What follows belongs to an exercise in optimizing a design on an open flow for small area, a short achievable clock period and few clock cycles; a production flow would make more cautious choices.
The RTL was checked by simulation tests, not by an equivalence proof against the original design.
Power and IR drop assume default switching activity.

File: flow/design.v
module cv_unit (
    input  wire        clk,
    input  wire        rst,           
    input  wire        engine_held,   
    input  wire        req_valid,
    output wire        req_ready,
    input  wire        req_write,
    input  wire [11:0] req_addr,      
    input  wire [1:0]  req_size,      
    input  wire [63:0] req_wdata,     
    output reg         rsp_valid,
    output reg  [63:0] rsp_rdata,
    output reg         host_event
);
    localparam [8:0] R_CONFIG  = 9'h000;
    localparam [8:0] R_SEED    = 9'h001;
    localparam [8:0] R_RESULT  = 9'h002;
    localparam [8:0] R_COUNT   = 9'h003;
    localparam [8:0] R_STATUS  = 9'h004;
    localparam [8:0] R_RESTART = 9'h005;
    localparam [8:0] R_FEED    = 9'h020;
    reg  [1:0]  poly;
    reg         use_seed;
    reg  [63:0] seed;
    reg  [63:0] state;              
    reg  [63:0] count;
    reg         p_feed;             
    reg         p_k1, p_k2;         
    reg  [31:0] p_data;             
    reg         p_restart;
    reg         r_cfg, r_seed, r_res01, r_res2, r_res3, r_cnt, r_held;
    wire [8:0] reg_idx = req_addr[11:3];
    wire [2:0] lane    = req_addr[2:0];
    reg aligned;
    always @(*) begin
        case (req_size)
            2'd0:    aligned = 1'b1;
            2'd1:    aligned = (lane[0] == 1'b0);
            2'd2:    aligned = (lane[1:0] == 2'b00);
            default: aligned = (lane == 3'b000);
        endcase
    end
    wire is_feed_addr = (reg_idx == R_FEED) && (lane[2] == 1'b0);
    wire size_ok = aligned && ((req_write && is_feed_addr) ? (req_size != 2'd3) : req_size[1]);
    reg [7:0] be;
    always @(*) begin
        case (req_size)
            2'd0:    be = 8'b0000_0001 << lane;
            2'd1:    be = 8'b0000_0011 << lane;
            2'd2:    be = 8'b0000_1111 << lane;
            default: be = 8'b1111_1111;
        endcase
    end
    wire wr_feed    = req_write && size_ok && is_feed_addr;
    wire wr_config  = req_write && size_ok && (reg_idx == R_CONFIG) && (lane == 3'd0);
    wire wr_seed    = req_write && size_ok && (reg_idx == R_SEED);
    wire wr_restart = req_write && size_ok && (reg_idx == R_RESTART);
    wire cfg_bad    = req_wdata[2];                    
    wire held_drop  = engine_held && (wr_feed || wr_config || wr_restart);
    wire logs_event = !size_ok || held_drop || (wr_config && cfg_bad);
    assign req_ready = 1'b1;
    wire accept = req_valid && !rst;
    wire rd     = accept && !req_write;
    reg [31:0] feed_data;
    always @(*) begin
        case (req_size)
            2'd0:    feed_data = {24'h0, req_wdata[8*lane[1:0] +: 8]};
            2'd1:    feed_data = lane[1] ? {16'h0, req_wdata[23:16], req_wdata[31:24]}
                                         : {16'h0, req_wdata[7:0],   req_wdata[15:8]};
            default: feed_data = {req_wdata[7:0], req_wdata[15:8], req_wdata[23:16], req_wdata[31:24]};
        endcase
    end
    wire        p_k4 = !p_k1 && !p_k2;
    wire [31:0] y = (p_k4 ? state[63:32] :
                     p_k2 ? {16'h0, state[63:48]} :
                            {24'h0, state[63:56]}) ^ p_data;
    wire [63:0] shifted = p_k4 ? {state[31:0], 32'h0} :
                          p_k2 ? {state[47:0], 16'h0} :
                                 {state[55:0], 8'h0};
    wire [63:32] m0;
    wire [63:32] m1;
    wire [63:0]  m2;
    wire [63:48] m3;
    assign m0[32] = y[0] ^ y[2] ^ y[4] ^ y[5] ^ y[7] ^ y[8] ^ y[13] ^ y[15] ^ y[16] ^ y[17] ^ y[18] ^ y[23] ^ y[26] ^ y[27] ^ y[30] ^ y[31];
    assign m0[33] = y[0] ^ y[1] ^ y[2] ^ y[3] ^ y[5] ^ y[6] ^ y[9] ^ y[12] ^ y[15] ^ y[17] ^ y[18] ^ y[19] ^ y[25] ^ y[26] ^ y[30];
    assign m0[34] = y[0] ^ y[1] ^ y[2] ^ y[3] ^ y[4] ^ y[6] ^ y[7] ^ y[10] ^ y[13] ^ y[18] ^ y[19] ^ y[20] ^ y[26] ^ y[27] ^ y[31];
    assign m0[35] = y[1] ^ y[3] ^ y[4] ^ y[5] ^ y[7] ^ y[8] ^ y[11] ^ y[12] ^ y[15] ^ y[19] ^ y[20] ^ y[21] ^ y[24] ^ y[25] ^ y[26] ^ y[30] ^ y[31];
    assign m0[36] = y[0] ^ y[4] ^ y[5] ^ y[6] ^ y[8] ^ y[9] ^ y[13] ^ y[14] ^ y[15] ^ y[20] ^ y[21] ^ y[22] ^ y[24] ^ y[28] ^ y[30];
    assign m0[37] = y[0] ^ y[1] ^ y[5] ^ y[6] ^ y[7] ^ y[9] ^ y[10] ^ y[14] ^ y[15] ^ y[21] ^ y[22] ^ y[23] ^ y[24] ^ y[25] ^ y[29] ^ y[31];
    assign m0[38] = y[0] ^ y[1] ^ y[6] ^ y[7] ^ y[10] ^ y[11] ^ y[12] ^ y[14] ^ y[22] ^ y[23] ^ y[27] ^ y[28] ^ y[31];
    assign m0[39] = y[1] ^ y[7] ^ y[11] ^ y[13] ^ y[14] ^ y[23] ^ y[24] ^ y[25] ^ y[26] ^ y[27] ^ y[29] ^ y[30] ^ y[31];
    assign m0[40] = y[0] ^ y[2] ^ y[3] ^ y[4] ^ y[8] ^ y[11] ^ y[14] ^ y[15] ^ y[18] ^ y[19] ^ y[21] ^ y[23] ^ y[25] ^ y[28] ^ y[31];
    assign m0[41] = y[0] ^ y[1] ^ y[3] ^ y[4] ^ y[5] ^ y[8] ^ y[9] ^ y[12] ^ y[15] ^ y[16] ^ y[19] ^ y[20] ^ y[22] ^ y[26] ^ y[29];
    assign m0[42] = y[0] ^ y[1] ^ y[2] ^ y[4] ^ y[5] ^ y[6] ^ y[9] ^ y[10] ^ y[13] ^ y[17] ^ y[20] ^ y[21] ^ y[23] ^ y[24] ^ y[27] ^ y[30];
    assign m0[43] = y[1] ^ y[2] ^ y[3] ^ y[5] ^ y[6] ^ y[7] ^ y[8] ^ y[10] ^ y[11] ^ y[14] ^ y[18] ^ y[21] ^ y[22] ^ y[24] ^ y[25] ^ y[28] ^ y[31];
    assign m0[44] = y[3] ^ y[4] ^ y[6] ^ y[7] ^ y[8] ^ y[9] ^ y[11] ^ y[14] ^ y[19] ^ y[22] ^ y[23] ^ y[24] ^ y[27] ^ y[28] ^ y[29] ^ y[30] ^ y[31];
    assign m0[45] = y[2] ^ y[4] ^ y[5] ^ y[7] ^ y[9] ^ y[10] ^ y[14] ^ y[20] ^ y[23] ^ y[24] ^ y[26] ^ y[27] ^ y[29];
    assign m0[46] = y[2] ^ y[3] ^ y[5] ^ y[6] ^ y[10] ^ y[11] ^ y[12] ^ y[14] ^ y[16] ^ y[21] ^ y[26] ^ y[31];
    assign m0[47] = y[3] ^ y[4] ^ y[6] ^ y[7] ^ y[11] ^ y[12] ^ y[13] ^ y[15] ^ y[16] ^ y[17] ^ y[22] ^ y[24] ^ y[27];
    assign m0[48] = y[1] ^ y[6] ^ y[7] ^ y[8] ^ y[10] ^ y[14] ^ y[19] ^ y[20] ^ y[22] ^ y[23] ^ y[24] ^ y[26] ^ y[28] ^ y[29];
    assign m0[49] = y[7] ^ y[9] ^ y[11] ^ y[12] ^ y[14] ^ y[16] ^ y[20] ^ y[21] ^ y[23] ^ y[24] ^ y[26] ^ y[28] ^ y[29] ^ y[31];
    assign m0[50] = y[2] ^ y[10] ^ y[13] ^ y[14] ^ y[17] ^ y[21] ^ y[22] ^ y[24] ^ y[26] ^ y[28] ^ y[29] ^ y[31];
    assign m0[51] = y[3] ^ y[11] ^ y[14] ^ y[15] ^ y[16] ^ y[18] ^ y[22] ^ y[23] ^ y[25] ^ y[27] ^ y[29] ^ y[30];
    assign m0[52] = y[0] ^ y[4] ^ y[8] ^ y[12] ^ y[15] ^ y[17] ^ y[19] ^ y[23] ^ y[26] ^ y[28] ^ y[30] ^ y[31];
    assign m0[53] = y[0] ^ y[1] ^ y[5] ^ y[8] ^ y[9] ^ y[13] ^ y[16] ^ y[18] ^ y[20] ^ y[24] ^ y[27] ^ y[29] ^ y[31];
    assign m0[54] = y[1] ^ y[2] ^ y[6] ^ y[9] ^ y[10] ^ y[14] ^ y[16] ^ y[17] ^ y[19] ^ y[21] ^ y[24] ^ y[25] ^ y[28] ^ y[30];
    assign m0[55] = y[2] ^ y[3] ^ y[7] ^ y[10] ^ y[11] ^ y[15] ^ y[17] ^ y[18] ^ y[20] ^ y[22] ^ y[25] ^ y[26] ^ y[29] ^ y[31];
    assign m0[56] = y[2] ^ y[8] ^ y[12] ^ y[14] ^ y[15] ^ y[16] ^ y[24] ^ y[25] ^ y[26] ^ y[27] ^ y[28] ^ y[30] ^ y[31];
    assign m0[57] = y[0] ^ y[3] ^ y[9] ^ y[13] ^ y[15] ^ y[16] ^ y[17] ^ y[25] ^ y[26] ^ y[27] ^ y[28] ^ y[29] ^ y[31];
    assign m0[58] = y[0] ^ y[1] ^ y[4] ^ y[10] ^ y[14] ^ y[16] ^ y[17] ^ y[18] ^ y[24] ^ y[26] ^ y[27] ^ y[28] ^ y[29] ^ y[30];
    assign m0[59] = y[1] ^ y[2] ^ y[5] ^ y[11] ^ y[15] ^ y[17] ^ y[18] ^ y[19] ^ y[25] ^ y[27] ^ y[28] ^ y[29] ^ y[30] ^ y[31];
    assign m0[60] = y[0] ^ y[2] ^ y[3] ^ y[6] ^ y[12] ^ y[16] ^ y[18] ^ y[19] ^ y[20] ^ y[26] ^ y[28] ^ y[29] ^ y[30] ^ y[31];
    assign m0[61] = y[1] ^ y[3] ^ y[4] ^ y[7] ^ y[13] ^ y[16] ^ y[17] ^ y[19] ^ y[20] ^ y[21] ^ y[24] ^ y[27] ^ y[29] ^ y[30] ^ y[31];
    assign m0[62] = y[4] ^ y[5] ^ y[8] ^ y[12] ^ y[15] ^ y[17] ^ y[18] ^ y[20] ^ y[21] ^ y[22] ^ y[24] ^ y[26] ^ y[27];
    assign m0[63] = y[0] ^ y[5] ^ y[6] ^ y[9] ^ y[13] ^ y[18] ^ y[19] ^ y[21] ^ y[22] ^ y[23] ^ y[25] ^ y[27] ^ y[28];
    assign m1[32] = y[1] ^ y[2] ^ y[6] ^ y[8] ^ y[9] ^ y[11] ^ y[12] ^ y[13] ^ y[14] ^ y[15] ^ y[16] ^ y[17] ^ y[21] ^ y[22] ^ y[23] ^ y[24] ^ y[25] ^ y[26] ^ y[28] ^ y[29] ^ y[30];
    assign m1[33] = y[0] ^ y[2] ^ y[3] ^ y[7] ^ y[8] ^ y[9] ^ y[10] ^ y[12] ^ y[13] ^ y[14] ^ y[15] ^ y[17] ^ y[18] ^ y[22] ^ y[23] ^ y[25] ^ y[26] ^ y[27] ^ y[29] ^ y[30] ^ y[31];
    assign m1[34] = y[2] ^ y[9] ^ y[10] ^ y[11] ^ y[12] ^ y[13] ^ y[14] ^ y[16] ^ y[17] ^ y[18] ^ y[22] ^ y[24] ^ y[25] ^ y[27] ^ y[29];
    assign m1[35] = y[3] ^ y[10] ^ y[11] ^ y[12] ^ y[13] ^ y[14] ^ y[15] ^ y[17] ^ y[18] ^ y[19] ^ y[23] ^ y[24] ^ y[25] ^ y[26] ^ y[28] ^ y[30];
    assign m1[36] = y[0] ^ y[4] ^ y[8] ^ y[11] ^ y[12] ^ y[13] ^ y[14] ^ y[15] ^ y[18] ^ y[19] ^ y[20] ^ y[24] ^ y[25] ^ y[26] ^ y[27] ^ y[29] ^ y[31];
    assign m1[37] = y[0] ^ y[1] ^ y[5] ^ y[9] ^ y[12] ^ y[13] ^ y[14] ^ y[15] ^ y[16] ^ y[19] ^ y[20] ^ y[21] ^ y[25] ^ y[26] ^ y[27] ^ y[28] ^ y[30];
    assign m1[38] = y[0] ^ y[1] ^ y[2] ^ y[6] ^ y[10] ^ y[13] ^ y[14] ^ y[15] ^ y[17] ^ y[20] ^ y[21] ^ y[22] ^ y[24] ^ y[26] ^ y[27] ^ y[28] ^ y[29] ^ y[31];
    assign m1[39] = y[0] ^ y[1] ^ y[2] ^ y[3] ^ y[7] ^ y[11] ^ y[14] ^ y[15] ^ y[16] ^ y[18] ^ y[21] ^ y[22] ^ y[23] ^ y[24] ^ y[25] ^ y[27] ^ y[28] ^ y[29] ^ y[30];
    assign m1[40] = y[0] ^ y[1] ^ y[3] ^ y[5] ^ y[6] ^ y[9] ^ y[12] ^ y[13] ^ y[14] ^ y[15] ^ y[16] ^ y[17] ^ y[19] ^ y[22] ^ y[23] ^ y[24] ^ y[25] ^ y[29];
    assign m1[41] = y[0] ^ y[1] ^ y[2] ^ y[4] ^ y[6] ^ y[7] ^ y[8] ^ y[10] ^ y[13] ^ y[14] ^ y[15] ^ y[17] ^ y[18] ^ y[20] ^ y[23] ^ y[25] ^ y[26] ^ y[30];
    assign m1[42] = y[4] ^ y[5] ^ y[7] ^ y[9] ^ y[11] ^ y[12] ^ y[14] ^ y[17] ^ y[18] ^ y[21] ^ y[22] ^ y[23] ^ y[24] ^ y[25] ^ y[27] ^ y[28] ^ y[29] ^ y[30];
    assign m1[43] = y[0] ^ y[1] ^ y[2] ^ y[3] ^ y[4] ^ y[5] ^ y[6] ^ y[10] ^ y[13] ^ y[17] ^ y[18];
    assign m1[44] = y[1] ^ y[2] ^ y[3] ^ y[4] ^ y[5] ^ y[6] ^ y[7] ^ y[11] ^ y[14] ^ y[18] ^ y[19];
    assign m1[45] = y[0] ^ y[1] ^ y[5] ^ y[6] ^ y[7] ^ y[8] ^ y[17] ^ y[20] ^ y[22] ^ y[23] ^ y[25] ^ y[26] ^ y[28] ^ y[29] ^ y[30] ^ y[31];
    assign m1[46] = y[0] ^ y[3] ^ y[4] ^ y[6] ^ y[7] ^ y[9] ^ y[12] ^ y[15] ^ y[16] ^ y[17] ^ y[18] ^ y[19] ^ y[21] ^ y[22] ^ y[24] ^ y[25] ^ y[27] ^ y[28];
    assign m1[47] = y[2] ^ y[3] ^ y[5] ^ y[7] ^ y[8] ^ y[10] ^ y[12] ^ y[13] ^ y[15] ^ y[18] ^ y[20] ^ y[30] ^ y[31];
    assign m1[48] = y[0] ^ y[2] ^ y[4] ^ y[6] ^ y[7] ^ y[10] ^ y[11] ^ y[12] ^ y[13] ^ y[20] ^ y[21] ^ y[23] ^ y[25] ^ y[26] ^ y[27] ^ y[28] ^ y[30] ^ y[31];
    assign m1[49] = y[0] ^ y[2] ^ y[4] ^ y[5] ^ y[7] ^ y[11] ^ y[13] ^ y[14] ^ y[15] ^ y[16] ^ y[17] ^ y[19] ^ y[21] ^ y[23] ^ y[24] ^ y[25] ^ y[27] ^ y[30];
    assign m1[50] = y[2] ^ y[4] ^ y[5] ^ y[6] ^ y[14] ^ y[18] ^ y[19] ^ y[20] ^ y[23] ^ y[29] ^ y[30];
    assign m1[51] = y[3] ^ y[5] ^ y[6] ^ y[7] ^ y[8] ^ y[15] ^ y[19] ^ y[20] ^ y[21] ^ y[24] ^ y[30] ^ y[31];
    assign m1[52] = y[1] ^ y[2] ^ y[3] ^ y[6] ^ y[7] ^ y[8] ^ y[9] ^ y[12] ^ y[15] ^ y[16] ^ y[17] ^ y[19] ^ y[20] ^ y[21] ^ y[23] ^ y[26] ^ y[28] ^ y[29] ^ y[30];
    assign m1[53] = y[1] ^ y[7] ^ y[9] ^ y[10] ^ y[12] ^ y[13] ^ y[15] ^ y[18] ^ y[19] ^ y[20] ^ y[21] ^ y[23] ^ y[24] ^ y[25] ^ y[26] ^ y[27] ^ y[28];
    assign m1[54] = y[1] ^ y[3] ^ y[4] ^ y[10] ^ y[11] ^ y[12] ^ y[13] ^ y[14] ^ y[15] ^ y[17] ^ y[20] ^ y[21] ^ y[23] ^ y[27] ^ y[30] ^ y[31];
    assign m1[55] = y[0] ^ y[2] ^ y[4] ^ y[5] ^ y[8] ^ y[11] ^ y[12] ^ y[13] ^ y[14] ^ y[15] ^ y[16] ^ y[18] ^ y[21] ^ y[22] ^ y[24] ^ y[28] ^ y[31];
    assign m1[56] = y[0] ^ y[1] ^ y[2] ^ y[3] ^ y[4] ^ y[8] ^ y[12] ^ y[15] ^ y[17] ^ y[19] ^ y[22] ^ y[23] ^ y[25] ^ y[26] ^ y[28] ^ y[29] ^ y[30] ^ y[31];
    assign m1[57] = y[0] ^ y[1] ^ y[2] ^ y[3] ^ y[4] ^ y[5] ^ y[8] ^ y[9] ^ y[13] ^ y[16] ^ y[18] ^ y[20] ^ y[23] ^ y[26] ^ y[27] ^ y[29] ^ y[30] ^ y[31];
    assign m1[58] = y[1] ^ y[2] ^ y[3] ^ y[4] ^ y[5] ^ y[6] ^ y[8] ^ y[9] ^ y[10] ^ y[14] ^ y[16] ^ y[17] ^ y[19] ^ y[21] ^ y[27] ^ y[28] ^ y[30] ^ y[31];
    assign m1[59] = y[2] ^ y[3] ^ y[4] ^ y[5] ^ y[6] ^ y[7] ^ y[9] ^ y[10] ^ y[11] ^ y[15] ^ y[16] ^ y[17] ^ y[18] ^ y[20] ^ y[22] ^ y[24] ^ y[28] ^ y[29] ^ y[31];
    assign m1[60] = y[1] ^ y[2] ^ y[5] ^ y[6] ^ y[7] ^ y[8] ^ y[10] ^ y[11] ^ y[15] ^ y[16] ^ y[18] ^ y[21] ^ y[22] ^ y[24] ^ y[26] ^ y[28] ^ y[31];
    assign m1[61] = y[1] ^ y[4] ^ y[6] ^ y[7] ^ y[8] ^ y[9] ^ y[11] ^ y[15] ^ y[16] ^ y[24] ^ y[26] ^ y[27] ^ y[28] ^ y[30] ^ y[31];
    assign m1[62] = y[1] ^ y[3] ^ y[4] ^ y[5] ^ y[7] ^ y[8] ^ y[9] ^ y[10] ^ y[15] ^ y[16] ^ y[19] ^ y[22] ^ y[23] ^ y[26] ^ y[27] ^ y[30];
    assign m1[63] = y[1] ^ y[3] ^ y[5] ^ y[6] ^ y[9] ^ y[10] ^ y[11] ^ y[12] ^ y[15] ^ y[19] ^ y[20] ^ y[22] ^ y[24] ^ y[25] ^ y[26] ^ y[27] ^ y[29] ^ y[30];
    assign m2[0] = y[0] ^ y[2] ^ y[4] ^ y[6] ^ y[7] ^ y[8] ^ y[9] ^ y[13] ^ y[14] ^ y[16] ^ y[19] ^ y[21] ^ y[24] ^ y[25] ^ y[26] ^ y[28];
    assign m2[1] = y[0] ^ y[1] ^ y[2] ^ y[3] ^ y[4] ^ y[5] ^ y[6] ^ y[10] ^ y[13] ^ y[15] ^ y[16] ^ y[17] ^ y[19] ^ y[20] ^ y[21] ^ y[22] ^ y[24] ^ y[27] ^ y[28] ^ y[29];
    assign m2[2] = y[1] ^ y[2] ^ y[3] ^ y[4] ^ y[5] ^ y[6] ^ y[7] ^ y[11] ^ y[14] ^ y[16] ^ y[17] ^ y[18] ^ y[20] ^ y[21] ^ y[22] ^ y[23] ^ y[25] ^ y[28] ^ y[29] ^ y[30];
    assign m2[3] = y[2] ^ y[3] ^ y[4] ^ y[5] ^ y[6] ^ y[7] ^ y[8] ^ y[12] ^ y[15] ^ y[17] ^ y[18] ^ y[19] ^ y[21] ^ y[22] ^ y[23] ^ y[24] ^ y[26] ^ y[29] ^ y[30] ^ y[31];
    assign m2[4] = y[0] ^ y[2] ^ y[3] ^ y[5] ^ y[14] ^ y[18] ^ y[20] ^ y[21] ^ y[22] ^ y[23] ^ y[26] ^ y[27] ^ y[28] ^ y[30] ^ y[31];
    assign m2[5] = y[1] ^ y[3] ^ y[4] ^ y[6] ^ y[15] ^ y[19] ^ y[21] ^ y[22] ^ y[23] ^ y[24] ^ y[27] ^ y[28] ^ y[29] ^ y[31];
    assign m2[6] = y[2] ^ y[4] ^ y[5] ^ y[7] ^ y[16] ^ y[20] ^ y[22] ^ y[23] ^ y[24] ^ y[25] ^ y[28] ^ y[29] ^ y[30];
    assign m2[7] = y[0] ^ y[2] ^ y[3] ^ y[4] ^ y[5] ^ y[7] ^ y[9] ^ y[13] ^ y[14] ^ y[16] ^ y[17] ^ y[19] ^ y[23] ^ y[28] ^ y[29] ^ y[30] ^ y[31];
    assign m2[8] = y[1] ^ y[3] ^ y[4] ^ y[5] ^ y[6] ^ y[8] ^ y[10] ^ y[14] ^ y[15] ^ y[17] ^ y[18] ^ y[20] ^ y[24] ^ y[29] ^ y[30] ^ y[31];
    assign m2[9] = y[0] ^ y[5] ^ y[8] ^ y[11] ^ y[13] ^ y[14] ^ y[15] ^ y[18] ^ y[24] ^ y[26] ^ y[28] ^ y[30] ^ y[31];
    assign m2[10] = y[0] ^ y[1] ^ y[2] ^ y[4] ^ y[7] ^ y[8] ^ y[12] ^ y[13] ^ y[15] ^ y[21] ^ y[24] ^ y[26] ^ y[27] ^ y[28] ^ y[29] ^ y[31];
    assign m2[11] = y[1] ^ y[2] ^ y[3] ^ y[5] ^ y[8] ^ y[9] ^ y[13] ^ y[14] ^ y[16] ^ y[22] ^ y[25] ^ y[27] ^ y[28] ^ y[29] ^ y[30];
    assign m2[12] = y[0] ^ y[3] ^ y[7] ^ y[8] ^ y[10] ^ y[13] ^ y[15] ^ y[16] ^ y[17] ^ y[19] ^ y[21] ^ y[23] ^ y[24] ^ y[25] ^ y[29] ^ y[30] ^ y[31];
    assign m2[13] = y[0] ^ y[1] ^ y[2] ^ y[6] ^ y[7] ^ y[11] ^ y[13] ^ y[17] ^ y[18] ^ y[19] ^ y[20] ^ y[21] ^ y[22] ^ y[28] ^ y[30] ^ y[31];
    assign m2[14] = y[1] ^ y[2] ^ y[3] ^ y[7] ^ y[8] ^ y[12] ^ y[14] ^ y[18] ^ y[19] ^ y[20] ^ y[21] ^ y[22] ^ y[23] ^ y[29] ^ y[31];
    assign m2[15] = y[2] ^ y[3] ^ y[4] ^ y[8] ^ y[9] ^ y[13] ^ y[15] ^ y[19] ^ y[20] ^ y[21] ^ y[22] ^ y[23] ^ y[24] ^ y[30];
    assign m2[16] = y[3] ^ y[4] ^ y[5] ^ y[9] ^ y[10] ^ y[14] ^ y[16] ^ y[20] ^ y[21] ^ y[22] ^ y[23] ^ y[24] ^ y[25] ^ y[31];
    assign m2[17] = y[0] ^ y[2] ^ y[5] ^ y[7] ^ y[8] ^ y[9] ^ y[10] ^ y[11] ^ y[13] ^ y[14] ^ y[15] ^ y[16] ^ y[17] ^ y[19] ^ y[22] ^ y[23] ^ y[28];
    assign m2[18] = y[1] ^ y[3] ^ y[6] ^ y[8] ^ y[9] ^ y[10] ^ y[11] ^ y[12] ^ y[14] ^ y[15] ^ y[16] ^ y[17] ^ y[18] ^ y[20] ^ y[23] ^ y[24] ^ y[29];
    assign m2[19] = y[0] ^ y[6] ^ y[8] ^ y[10] ^ y[11] ^ y[12] ^ y[14] ^ y[15] ^ y[17] ^ y[18] ^ y[26] ^ y[28] ^ y[30];
    assign m2[20] = y[1] ^ y[7] ^ y[9] ^ y[11] ^ y[12] ^ y[13] ^ y[15] ^ y[16] ^ y[18] ^ y[19] ^ y[27] ^ y[29] ^ y[31];
    assign m2[21] = y[0] ^ y[4] ^ y[6] ^ y[7] ^ y[9] ^ y[10] ^ y[12] ^ y[17] ^ y[20] ^ y[21] ^ y[24] ^ y[25] ^ y[26] ^ y[30];
    assign m2[22] = y[0] ^ y[1] ^ y[2] ^ y[4] ^ y[5] ^ y[6] ^ y[9] ^ y[10] ^ y[11] ^ y[14] ^ y[16] ^ y[18] ^ y[19] ^ y[22] ^ y[24] ^ y[27] ^ y[28] ^ y[31];
    assign m2[23] = y[0] ^ y[1] ^ y[3] ^ y[4] ^ y[5] ^ y[8] ^ y[9] ^ y[10] ^ y[11] ^ y[12] ^ y[13] ^ y[14] ^ y[15] ^ y[16] ^ y[17] ^ y[20] ^ y[21] ^ y[23] ^ y[24] ^ y[26] ^ y[29];
    assign m2[24] = y[0] ^ y[1] ^ y[5] ^ y[7] ^ y[8] ^ y[10] ^ y[11] ^ y[12] ^ y[15] ^ y[17] ^ y[18] ^ y[19] ^ y[22] ^ y[26] ^ y[27] ^ y[28] ^ y[30];
    assign m2[25] = y[1] ^ y[2] ^ y[6] ^ y[8] ^ y[9] ^ y[11] ^ y[12] ^ y[13] ^ y[16] ^ y[18] ^ y[19] ^ y[20] ^ y[23] ^ y[27] ^ y[28] ^ y[29] ^ y[31];
    assign m2[26] = y[2] ^ y[3] ^ y[7] ^ y[9] ^ y[10] ^ y[12] ^ y[13] ^ y[14] ^ y[17] ^ y[19] ^ y[20] ^ y[21] ^ y[24] ^ y[28] ^ y[29] ^ y[30];
    assign m2[27] = y[0] ^ y[2] ^ y[3] ^ y[6] ^ y[7] ^ y[9] ^ y[10] ^ y[11] ^ y[15] ^ y[16] ^ y[18] ^ y[19] ^ y[20] ^ y[22] ^ y[24] ^ y[26] ^ y[28] ^ y[29] ^ y[30] ^ y[31];
    assign m2[28] = y[1] ^ y[3] ^ y[4] ^ y[7] ^ y[8] ^ y[10] ^ y[11] ^ y[12] ^ y[16] ^ y[17] ^ y[19] ^ y[20] ^ y[21] ^ y[23] ^ y[25] ^ y[27] ^ y[29] ^ y[30] ^ y[31];
    assign m2[29] = y[0] ^ y[5] ^ y[6] ^ y[7] ^ y[11] ^ y[12] ^ y[14] ^ y[16] ^ y[17] ^ y[18] ^ y[19] ^ y[20] ^ y[22] ^ y[25] ^ y[30] ^ y[31];
    assign m2[30] = y[1] ^ y[6] ^ y[7] ^ y[8] ^ y[12] ^ y[13] ^ y[15] ^ y[17] ^ y[18] ^ y[19] ^ y[20] ^ y[21] ^ y[23] ^ y[26] ^ y[31];
    assign m2[31] = y[0] ^ y[4] ^ y[6] ^ y[18] ^ y[20] ^ y[22] ^ y[25] ^ y[26] ^ y[27] ^ y[28];
    assign m2[32] = y[0] ^ y[1] ^ y[2] ^ y[4] ^ y[5] ^ y[6] ^ y[8] ^ y[9] ^ y[13] ^ y[14] ^ y[16] ^ y[23] ^ y[24] ^ y[25] ^ y[27] ^ y[29];
    assign m2[33] = y[0] ^ y[1] ^ y[3] ^ y[4] ^ y[5] ^ y[8] ^ y[10] ^ y[13] ^ y[15] ^ y[16] ^ y[17] ^ y[19] ^ y[21] ^ y[30];
    assign m2[34] = y[1] ^ y[2] ^ y[4] ^ y[5] ^ y[6] ^ y[9] ^ y[11] ^ y[14] ^ y[16] ^ y[17] ^ y[18] ^ y[20] ^ y[22] ^ y[31];
    assign m2[35] = y[0] ^ y[3] ^ y[4] ^ y[5] ^ y[8] ^ y[9] ^ y[10] ^ y[12] ^ y[13] ^ y[14] ^ y[15] ^ y[16] ^ y[17] ^ y[18] ^ y[23] ^ y[24] ^ y[25] ^ y[26] ^ y[28];
    assign m2[36] = y[1] ^ y[4] ^ y[5] ^ y[6] ^ y[9] ^ y[10] ^ y[11] ^ y[13] ^ y[14] ^ y[15] ^ y[16] ^ y[17] ^ y[18] ^ y[19] ^ y[24] ^ y[25] ^ y[26] ^ y[27] ^ y[29];
    assign m2[37] = y[0] ^ y[4] ^ y[5] ^ y[8] ^ y[9] ^ y[10] ^ y[11] ^ y[12] ^ y[13] ^ y[15] ^ y[17] ^ y[18] ^ y[20] ^ y[21] ^ y[24] ^ y[27] ^ y[30];
    assign m2[38] = y[0] ^ y[1] ^ y[2] ^ y[4] ^ y[5] ^ y[7] ^ y[8] ^ y[10] ^ y[11] ^ y[12] ^ y[18] ^ y[22] ^ y[24] ^ y[26] ^ y[31];
    assign m2[39] = y[0] ^ y[1] ^ y[3] ^ y[4] ^ y[5] ^ y[7] ^ y[11] ^ y[12] ^ y[14] ^ y[16] ^ y[21] ^ y[23] ^ y[24] ^ y[26] ^ y[27] ^ y[28];
    assign m2[40] = y[0] ^ y[1] ^ y[5] ^ y[7] ^ y[9] ^ y[12] ^ y[14] ^ y[15] ^ y[16] ^ y[17] ^ y[19] ^ y[21] ^ y[22] ^ y[26] ^ y[27] ^ y[29];
    assign m2[41] = y[1] ^ y[2] ^ y[6] ^ y[8] ^ y[10] ^ y[13] ^ y[15] ^ y[16] ^ y[17] ^ y[18] ^ y[20] ^ y[22] ^ y[23] ^ y[27] ^ y[28] ^ y[30];
    assign m2[42] = y[2] ^ y[3] ^ y[7] ^ y[9] ^ y[11] ^ y[14] ^ y[16] ^ y[17] ^ y[18] ^ y[19] ^ y[21] ^ y[23] ^ y[24] ^ y[28] ^ y[29] ^ y[31];
    assign m2[43] = y[3] ^ y[4] ^ y[8] ^ y[10] ^ y[12] ^ y[15] ^ y[17] ^ y[18] ^ y[19] ^ y[20] ^ y[22] ^ y[24] ^ y[25] ^ y[29] ^ y[30];
    assign m2[44] = y[4] ^ y[5] ^ y[9] ^ y[11] ^ y[13] ^ y[16] ^ y[18] ^ y[19] ^ y[20] ^ y[21] ^ y[23] ^ y[25] ^ y[26] ^ y[30] ^ y[31];
    assign m2[45] = y[0] ^ y[2] ^ y[4] ^ y[5] ^ y[7] ^ y[8] ^ y[9] ^ y[10] ^ y[12] ^ y[13] ^ y[16] ^ y[17] ^ y[20] ^ y[22] ^ y[25] ^ y[27] ^ y[28] ^ y[31];
    assign m2[46] = y[0] ^ y[1] ^ y[2] ^ y[3] ^ y[4] ^ y[5] ^ y[7] ^ y[10] ^ y[11] ^ y[16] ^ y[17] ^ y[18] ^ y[19] ^ y[23] ^ y[24] ^ y[25] ^ y[29];
    assign m2[47] = y[0] ^ y[1] ^ y[3] ^ y[5] ^ y[7] ^ y[9] ^ y[11] ^ y[12] ^ y[13] ^ y[14] ^ y[16] ^ y[17] ^ y[18] ^ y[20] ^ y[21] ^ y[28] ^ y[30];
    assign m2[48] = y[1] ^ y[2] ^ y[4] ^ y[6] ^ y[8] ^ y[10] ^ y[12] ^ y[13] ^ y[14] ^ y[15] ^ y[17] ^ y[18] ^ y[19] ^ y[21] ^ y[22] ^ y[29] ^ y[31];
    assign m2[49] = y[2] ^ y[3] ^ y[5] ^ y[7] ^ y[9] ^ y[11] ^ y[13] ^ y[14] ^ y[15] ^ y[16] ^ y[18] ^ y[19] ^ y[20] ^ y[22] ^ y[23] ^ y[30];
    assign m2[50] = y[3] ^ y[4] ^ y[6] ^ y[8] ^ y[10] ^ y[12] ^ y[14] ^ y[15] ^ y[16] ^ y[17] ^ y[19] ^ y[20] ^ y[21] ^ y[23] ^ y[24] ^ y[31];
    assign m2[51] = y[4] ^ y[5] ^ y[7] ^ y[9] ^ y[11] ^ y[13] ^ y[15] ^ y[16] ^ y[17] ^ y[18] ^ y[20] ^ y[21] ^ y[22] ^ y[24] ^ y[25];
    assign m2[52] = y[0] ^ y[2] ^ y[4] ^ y[5] ^ y[7] ^ y[9] ^ y[10] ^ y[12] ^ y[13] ^ y[17] ^ y[18] ^ y[22] ^ y[23] ^ y[24] ^ y[28];
    assign m2[53] = y[0] ^ y[1] ^ y[2] ^ y[3] ^ y[4] ^ y[5] ^ y[7] ^ y[9] ^ y[10] ^ y[11] ^ y[16] ^ y[18] ^ y[21] ^ y[23] ^ y[26] ^ y[28] ^ y[29];
    assign m2[54] = y[0] ^ y[1] ^ y[3] ^ y[5] ^ y[7] ^ y[9] ^ y[10] ^ y[11] ^ y[12] ^ y[13] ^ y[14] ^ y[16] ^ y[17] ^ y[21] ^ y[22] ^ y[25] ^ y[26] ^ y[27] ^ y[28] ^ y[29] ^ y[30];
    assign m2[55] = y[0] ^ y[1] ^ y[7] ^ y[9] ^ y[10] ^ y[11] ^ y[12] ^ y[15] ^ y[16] ^ y[17] ^ y[18] ^ y[19] ^ y[21] ^ y[22] ^ y[23] ^ y[24] ^ y[25] ^ y[27] ^ y[29] ^ y[30] ^ y[31];
    assign m2[56] = y[1] ^ y[2] ^ y[8] ^ y[10] ^ y[11] ^ y[12] ^ y[13] ^ y[16] ^ y[17] ^ y[18] ^ y[19] ^ y[20] ^ y[22] ^ y[23] ^ y[24] ^ y[25] ^ y[26] ^ y[28] ^ y[30] ^ y[31];
    assign m2[57] = y[0] ^ y[3] ^ y[4] ^ y[6] ^ y[7] ^ y[8] ^ y[11] ^ y[12] ^ y[16] ^ y[17] ^ y[18] ^ y[20] ^ y[23] ^ y[27] ^ y[28] ^ y[29] ^ y[31];
    assign m2[58] = y[1] ^ y[4] ^ y[5] ^ y[7] ^ y[8] ^ y[9] ^ y[12] ^ y[13] ^ y[17] ^ y[18] ^ y[19] ^ y[21] ^ y[24] ^ y[28] ^ y[29] ^ y[30];
    assign m2[59] = y[2] ^ y[5] ^ y[6] ^ y[8] ^ y[9] ^ y[10] ^ y[13] ^ y[14] ^ y[18] ^ y[19] ^ y[20] ^ y[22] ^ y[25] ^ y[29] ^ y[30] ^ y[31];
    assign m2[60] = y[3] ^ y[6] ^ y[7] ^ y[9] ^ y[10] ^ y[11] ^ y[14] ^ y[15] ^ y[19] ^ y[20] ^ y[21] ^ y[23] ^ y[26] ^ y[30] ^ y[31];
    assign m2[61] = y[4] ^ y[7] ^ y[8] ^ y[10] ^ y[11] ^ y[12] ^ y[15] ^ y[16] ^ y[20] ^ y[21] ^ y[22] ^ y[24] ^ y[27] ^ y[31];
    assign m2[62] = y[0] ^ y[2] ^ y[4] ^ y[5] ^ y[6] ^ y[7] ^ y[11] ^ y[12] ^ y[14] ^ y[17] ^ y[19] ^ y[22] ^ y[23] ^ y[24] ^ y[26];
    assign m2[63] = y[1] ^ y[3] ^ y[5] ^ y[6] ^ y[7] ^ y[8] ^ y[12] ^ y[13] ^ y[15] ^ y[18] ^ y[20] ^ y[23] ^ y[24] ^ y[25] ^ y[27];
    assign m3[48] = y[0] ^ y[4] ^ y[8] ^ y[11] ^ y[12] ^ y[19] ^ y[20] ^ y[22] ^ y[26] ^ y[27] ^ y[28];
    assign m3[49] = y[1] ^ y[5] ^ y[9] ^ y[12] ^ y[13] ^ y[20] ^ y[21] ^ y[23] ^ y[27] ^ y[28] ^ y[29];
    assign m3[50] = y[2] ^ y[6] ^ y[10] ^ y[13] ^ y[14] ^ y[21] ^ y[22] ^ y[24] ^ y[28] ^ y[29] ^ y[30];
    assign m3[51] = y[3] ^ y[7] ^ y[11] ^ y[14] ^ y[15] ^ y[22] ^ y[23] ^ y[25] ^ y[29] ^ y[30] ^ y[31];
    assign m3[52] = y[4] ^ y[8] ^ y[12] ^ y[15] ^ y[16] ^ y[23] ^ y[24] ^ y[26] ^ y[30] ^ y[31];
    assign m3[53] = y[0] ^ y[4] ^ y[5] ^ y[8] ^ y[9] ^ y[11] ^ y[12] ^ y[13] ^ y[16] ^ y[17] ^ y[19] ^ y[20] ^ y[22] ^ y[24] ^ y[25] ^ y[26] ^ y[28] ^ y[31];
    assign m3[54] = y[1] ^ y[5] ^ y[6] ^ y[9] ^ y[10] ^ y[12] ^ y[13] ^ y[14] ^ y[17] ^ y[18] ^ y[20] ^ y[21] ^ y[23] ^ y[25] ^ y[26] ^ y[27] ^ y[29];
    assign m3[55] = y[2] ^ y[6] ^ y[7] ^ y[10] ^ y[11] ^ y[13] ^ y[14] ^ y[15] ^ y[18] ^ y[19] ^ y[21] ^ y[22] ^ y[24] ^ y[26] ^ y[27] ^ y[28] ^ y[30];
    assign m3[56] = y[3] ^ y[7] ^ y[8] ^ y[11] ^ y[12] ^ y[14] ^ y[15] ^ y[16] ^ y[19] ^ y[20] ^ y[22] ^ y[23] ^ y[25] ^ y[27] ^ y[28] ^ y[29] ^ y[31];
    assign m3[57] = y[4] ^ y[8] ^ y[9] ^ y[12] ^ y[13] ^ y[15] ^ y[16] ^ y[17] ^ y[20] ^ y[21] ^ y[23] ^ y[24] ^ y[26] ^ y[28] ^ y[29] ^ y[30];
    assign m3[58] = y[5] ^ y[9] ^ y[10] ^ y[13] ^ y[14] ^ y[16] ^ y[17] ^ y[18] ^ y[21] ^ y[22] ^ y[24] ^ y[25] ^ y[27] ^ y[29] ^ y[30] ^ y[31];
    assign m3[59] = y[6] ^ y[10] ^ y[11] ^ y[14] ^ y[15] ^ y[17] ^ y[18] ^ y[19] ^ y[22] ^ y[23] ^ y[25] ^ y[26] ^ y[28] ^ y[30] ^ y[31];
    assign m3[60] = y[0] ^ y[4] ^ y[7] ^ y[8] ^ y[15] ^ y[16] ^ y[18] ^ y[22] ^ y[23] ^ y[24] ^ y[28] ^ y[29] ^ y[31];
    assign m3[61] = y[1] ^ y[5] ^ y[8] ^ y[9] ^ y[16] ^ y[17] ^ y[19] ^ y[23] ^ y[24] ^ y[25] ^ y[29] ^ y[30];
    assign m3[62] = y[2] ^ y[6] ^ y[9] ^ y[10] ^ y[17] ^ y[18] ^ y[20] ^ y[24] ^ y[25] ^ y[26] ^ y[30] ^ y[31];
    assign m3[63] = y[3] ^ y[7] ^ y[10] ^ y[11] ^ y[18] ^ y[19] ^ y[21] ^ y[25] ^ y[26] ^ y[27] ^ y[31];
    reg [63:0] m;
    always @(*) begin
        case (poly)
            2'd0:    m = {m0, 32'h0};
            2'd1:    m = {m1, 32'h0};
            2'd2:    m = m2;
            default: m = {m3, 48'h0};
        endcase
    end
    reg [63:0] restart_state;
    always @(*) begin
        case (poly)
            2'd0, 2'd1: restart_state = use_seed ? {~seed[7:0], ~seed[15:8], ~seed[23:16], ~seed[31:24], 32'h0}
                                                 : {32'hFFFF_FFFF, 32'h0};
            2'd2:       restart_state = use_seed ? seed : 64'h0;
            default:    restart_state = use_seed ? {seed[15:0], 48'h0} : {16'hFFFF, 48'h0};
        endcase
    end
    always @(posedge clk) begin
        if (accept && wr_feed) begin
            p_data <= feed_data;
            p_k1   <= (req_size == 2'd0);
            p_k2   <= (req_size == 2'd1);
        end
        if (rd) begin
            r_cfg   <= size_ok && (reg_idx == R_CONFIG);
            r_seed  <= size_ok && (reg_idx == R_SEED);
            r_res01 <= size_ok && (reg_idx == R_RESULT) && !poly[1];
            r_res2  <= size_ok && (reg_idx == R_RESULT) && (poly == 2'd2);
            r_res3  <= size_ok && (reg_idx == R_RESULT) && (poly == 2'd3);
            r_cnt   <= size_ok && (reg_idx == R_COUNT);
            r_held  <= size_ok && (reg_idx == R_STATUS) && engine_held;
        end
    end
    always @(posedge clk) begin
        if (rst) begin
            poly       <= 2'd1;
            use_seed   <= 1'b0;
            seed       <= 64'h0;
            state      <= {32'hFFFF_FFFF, 32'h0};
            count      <= 64'h0;
            p_feed     <= 1'b0;
            p_restart  <= 1'b0;
            rsp_valid  <= 1'b0;
            host_event <= 1'b0;
        end else begin
            host_event <= accept && logs_event;
            rsp_valid  <= rd;
            p_feed     <= accept && wr_feed && !engine_held;
            p_restart  <= accept && !engine_held && ((wr_config && !cfg_bad) || wr_restart);
            if (accept && wr_config && !engine_held && !cfg_bad) begin
                poly     <= req_wdata[1:0];
                use_seed <= req_wdata[8];
            end
            if (accept && wr_seed) begin : seed_write
                integer k;
                for (k = 0; k < 8; k = k + 1)
                    if (be[k]) seed[8*k +: 8] <= req_wdata[8*k +: 8];
            end
            if (p_restart) begin
                state <= restart_state;
                count <= 64'h0;
            end else if (p_feed) begin
                state <= shifted ^ m;
                count <= count + {61'h0, p_k4, p_k2, p_k1};
            end
        end
    end
    always @(*) begin
        rsp_rdata = 64'h0;
        if (r_cfg)   rsp_rdata = rsp_rdata | {55'h0, use_seed, 6'h0, poly};
        if (r_seed)  rsp_rdata = rsp_rdata | seed;
        if (r_res01) rsp_rdata = rsp_rdata | {32'h0, ~state[39:32], ~state[47:40], ~state[55:48], ~state[63:56]};
        if (r_res2)  rsp_rdata = rsp_rdata | state;
        if (r_res3)  rsp_rdata = rsp_rdata | {48'h0, state[63:48]};
        if (r_cnt)   rsp_rdata = rsp_rdata | count;
        rsp_rdata[1] = rsp_rdata[1] | r_held;
    end
endmodule
File: flow/run.sh
#!/bin/bash
# synth_recipe.tcl (not shown) runs the flow's synth.tcl, then flattens the netlist and writes it again
# the make line also repeats each setting of config.mk as NAME=value (left out here)
make -C /OpenROAD-flow-scripts/flow DESIGN_CONFIG=/design/flow/config.mk WORK_HOME=/design/flow/orfs CLKGATE_MAP_FILE= SYNTH_SCRIPT=/design/flow/synth_recipe.tcl finish
File: flow/config.mk
export PLATFORM = sky130hd
export DESIGN_NAME = cv_unit
export DESIGN_NICKNAME = cv_unit
export VERILOG_FILES = /design/flow/design.v
export SDC_FILE = /design/flow/constraint.sdc
export NUM_CORES = 4
export LEC_CHECK = 0
export CAP_MARGIN = 20
export CORE_MARGIN = 2
export CORE_UTILIZATION = 40
export SLEW_MARGIN = 20
File: flow/constraint.sdc
create_clock -name core_clock -period 10.0 [get_ports {clk}]
set_input_delay 2.0000 -clock core_clock [delete_from_list [all_inputs] [get_ports {clk}]]
set_output_delay 2.0000 -clock core_clock [all_outputs]
set_load 0.01 [all_outputs]
==> run summary <==
[metrics by stage]
| step | utilization (%) | hold WS [ns] |
|---|---|---|
| after floorplan | - | 0.458 |
| after global placement | 44.9 | 0.488 |
| after detailed placement | 45.0 | 0.507 |
| after CTS | 46.6 | 0.523 |
| after global routing | 46.6 | 0.541 |
| final | 46.6 | 0.519 |
[logic make-up (layout without fill, tap and decap cells)]
group	after synthesis	count (layout)	share of synthesized area, %
fa+ha+maj	14	14	0.717
mux	112	112	4.43
xor+xnor	1051	1051	42.9
other cells	1	2	0.0147
flops	240	240	20.5
compound gates	564	564	14.8
buf+inv	258	374	4.26
simple gates	678	678	12.4
[worst register-to-register path: stages (launching register included)]
cell	delay, ns
sky130_fd_sc_hd__edfxtp_1	0.33
sky130_fd_sc_hd__buf_4	0.42
sky130_fd_sc_hd__buf_4	0.67
sky130_fd_sc_hd__mux2i_1	0.57
sky130_fd_sc_hd__o21ai_0	0.18
sky130_fd_sc_hd__xor2_1	0.17
sky130_fd_sc_hd__buf_4	0.24
sky130_fd_sc_hd__xnor2_1	0.61
sky130_fd_sc_hd__xnor2_1	0.19
sky130_fd_sc_hd__buf_4	0.23
sky130_fd_sc_hd__xnor3_1	0.46
sky130_fd_sc_hd__xor2_1	0.47
sky130_fd_sc_hd__a222oi_1	0.28
sky130_fd_sc_hd__or3_1	0.36
sky130_fd_sc_hd__a31oi_1	0.21
sky130_fd_sc_hd__o32a_1	0.18
[flip-flops by register name, indices dropped and copies added (netlist names), 2 cells and up]
name and cells:
state 64, poly 2, seed 64, p_data 32, count 64
[synth_stat cells, types with 22 or more instances]
master and n:
sky130_fd_sc_hd__a211oi_1 27, sky130_fd_sc_hd__xnor2_1 654, sky130_fd_sc_hd__nand3_1 43, sky130_fd_sc_hd__o21ai_0 127, sky130_fd_sc_hd__inv_1 57, sky130_fd_sc_hd__clkbuf_1 133, sky130_fd_sc_hd__xnor3_1 81, sky130_fd_sc_hd__a21oi_1 160
sky130_fd_sc_hd__mux2i_1 108, sky130_fd_sc_hd__xor2_1 259, sky130_fd_sc_hd__and3_1 26, sky130_fd_sc_hd__nor3_1 27, sky130_fd_sc_hd__and2_1 22, sky130_fd_sc_hd__dfxtp_1 199, sky130_fd_sc_hd__a222oi_1 39, sky130_fd_sc_hd__nand2_1 198
sky130_fd_sc_hd__buf_1 29, sky130_fd_sc_hd__nor2_1 253, sky130_fd_sc_hd__a22oi_1 69, sky130_fd_sc_hd__edfxtp_1 41
[per-layer routing]
layer / GRT usage, % / routed length [µm]
met1: 51.9 / 52900
met2: 58.0 / 55700
met3: 10.3 / 15900
met4: 25.7 / 10400
met5: 0 / 0
[power by group]
group          leakage (µW)  internal [µW]  switching, µW
Clock              0.000505            707            445
Sequential          0.00194            984           1.63
Combinational       0.00827           60.0           82.6
Total                0.0107           1750            529
[final cells by class]
cell class,instances,area [µm²]
fill,6116,33600
tap,846,1060
antenna,1,2.50
clock buffer,34,774
timing repair buffer,266,2360
sequential,240,5220
clock inverter,16,262
multi-input combinational,2420,19400
inverter,58,218
[placed cells by master (no fill, tap or decap), types with 29 or more instances in the layout]
master | netlist | layout
sky130_fd_sc_hd__buf_4 | 15 | 119
sky130_fd_sc_hd__edfxtp_1 | 41 | 41
sky130_fd_sc_hd__nand2_1 | 198 | 198
sky130_fd_sc_hd__a222oi_1 | 39 | 39
sky130_fd_sc_hd__xnor3_1 | 81 | 81
sky130_fd_sc_hd__dfxtp_1 | 199 | 198
sky130_fd_sc_hd__xnor2_1 | 654 | 627
sky130_fd_sc_hd__a21oi_1 | 160 | 160
sky130_fd_sc_hd__mux2i_1 | 108 | 108
sky130_fd_sc_hd__clkdlybuf4s50_1 | 0 | 147
sky130_fd_sc_hd__clkbuf_16 | 0 | 29
sky130_fd_sc_hd__xor2_1 | 259 | 258
sky130_fd_sc_hd__xnor2_2 | 19 | 45
sky130_fd_sc_hd__inv_1 | 57 | 57
sky130_fd_sc_hd__o21ai_0 | 127 | 127
sky130_fd_sc_hd__nor2_1 | 253 | 251
sky130_fd_sc_hd__a22oi_1 | 69 | 69
sky130_fd_sc_hd__nand3_1 | 43 | 43
[path summary, 6_finish.rpt]
kind / from / endpoint / slack [ns]
worst max-delay path: req_addr[1] / seed[32] / 4.04
worst min-delay path: count[52] / count[52] / 0.52
worst min register to register: count[52] / count[52] / 0.52
worst max register to register: p_k1 / state[43] / 4.40
==> impl_results.md <==
- Status: timing/DRC/antenna clean
- Vias: 24,115
- Sum of negative setup slack: 0 ns
- Critical path endpoint category: flop
- Final routed wire length divided by cell count: 34.8 µm
- CP startpoint kind: input port
- X dimension of the die: 256 µm
- Worst max-slew margin expressed relative to the limit: 18.5%
- Placeable core region: 63,000 µm²
- Cell count after synthesis: 2,918
- Effective utilization at floorplan: 40.5%
- Row Count: 92
- Power per standard cell area: 77.7 nW/µm²
- Cells along the critical path: clkdlybuf4s50_1 > nor3_1 > nor2b_1 > nor3_1 > and3b_1 > nand2_1 > or4_1 > nor2_1 > mux2i_1 > nor2_1
- Die Y: 256 µm
- Half-perimeter wire length after detailed placement: 104,000 µm
- Post-Layout Inst Area: 29,300 µm²
- Drt total wl: 135,000 µm
- TritonCTS clock tree: done
- Worst setup slack after layout: 4.04 ns
- Place WS: 3.56 ns
- Total track usage: 39.8%
- Number of flip-flops and latches in the synthesized netlist: 240
- Critical path type: input port to flop
- Number of ports placed on the die boundary: 150
- Final cell count without fillers: 3,881
- Power consumption: 2280 µW
- Number of global-route vias before repair: 23,061
- Cell depth of the worst setup path: 10
- Share of layout cells above drive strength 1: 9.10%
- Cell area after placement: 28,300 µm²
- Post-CTS Hold Fix Bufs: 0
- Number of antenna violations at the first check in global routing: 1
- Dominant register cell in the synthesized netlist: sky130_fd_sc_hd__dfxtp_1
- H-tree levels: 1
- Post-CTS setup buffer count: 0
- Buffer levels on the longest clock path: 3
- Cell total after placement: 3,830
- Area growth from synthesis to layout: 15.2%
- Crit-path max cell delay: 0.94 ns
- Max Fclk: 0.168 GHz
- Clock latency of the later-clocked register in the worst-skew pair: 0.60 ns
- Residual DRC count: 0
- Count of clock tree sinks: 240
- Area of the mapped netlist: 25,500 µm²
- Final global-route overflow total: 0
- Pin count of the biggest net entering global routing: 85
- Final estimated routing congestion in global placement: 1.05
- Count of warnings emitted by yosys: 1
- Worst path bufs/invs: 1
- Worst Path Required: 10.45 ns
- Share of the clock period used by the worst path: 59.6%
- Post-cts gate resize count: 0
- Cell type with the largest total area after synthesis: sky130_fd_sc_hd__xnor2_1
- Count of cell types in the netlist: 78
- Hold Crit Class: flop to flop
- Number of search-and-repair iterations in the first detailed-routing pass: 11
- Peak fanout along the critical path: 26
- Slowest library cell on the worst path: sky130_fd_sc_hd__clkdlybuf4s50_1
- Post-detailed-route via-to-cell ratio: 6.21
- Unrepaired setup endpoints after global routing: false
- Clk pin slew, worst setup/hold paths: 0.06 ns
- Number of endpoints with negative hold slack in the final report: 0
- Port-buffer cells: 148
- Period minus WS final: 5.96 ns
- Count of flip-flops with a built-in enable after synthesis: 41
- Actual slew at the worst max-slew pin: 1.21 ns
- Family of cells with the greatest summed delay on the critical path: simple AND/OR/NAND/NOR gates
- Post-synthesis net count: 3,015
- Total Die Area: 65,700 µm²
- Fin nets: 3,111
- Wire length of the first global-routing pass: 185,000 µm
- Final-report setup violation count: 0
- Iter 0 DRT Violations: 3,625
- Worst-case reg-to-reg path depth: 15
- Worst IR Drop VDD: 0.000126 V
- Pleak: 0.0107 µW
- Reported max-cap violation count: 0
- Mean area per synthesized cell: 8.73 µm²
- Remaining number of nets flagged by the antenna check after routing: 0
- Area fraction of the dominant cell type after synthesis: 22.5%
- Main area contributors after synthesis: sky130_fd_sc_hd__xnor2_1, sky130_fd_sc_hd__dfxtp_1, sky130_fd_sc_hd__xor2_1, sky130_fd_sc_hd__xnor3_1, sky130_fd_sc_hd__edfxtp_1
- Number of buffers created by CTS: 28
- Async set-or-reset flop fraction in the synthesized netlist: 0%
- Skew final: 0.0376 ns
- Cell at the root of the clock tree: sky130_fd_sc_hd__clkbuf_16
- Instance count along the most critical hold path: 2
- Portion of the post-synthesis area used by sequential elements: 20.5%
- Worst Path Arrival: 6.42 ns
- Number of pins exceeding their max-slew limit in the final report: 0
Testbench counts, summed over its fixed seeds: cycles 13,195.

## what the ideal ports hide
In the flow no input, the clock included, has a driving cell. The finished layout below was timed again as built, in two steps. Step 1 assumes that a clkbuf_16 drives the clock port and a buf_2 every other input. Step 2 adds t to the input delays and takes it off the output delays; t is the mean of the earliest and latest rising clock arrival at the registers after step 1. Input paths then give back, and output paths get back, about the clock's delay inside the block. a / b / c = no drivers / after step 1 / after step 2; a / b = the first two.
t (ns): 0.641
setup WS [ns]: 4.039 / 4.078 / 3.438
latest minus earliest clock arrival (ns): 0.038 / 0.037
worst register clock-pin slew, ns: 0.07 / 0.07
After both steps setup and hold are still met in this run. For this run, drivers alone change the setup slack by +0.039 ns; drivers and shift together by -0.601 ns.
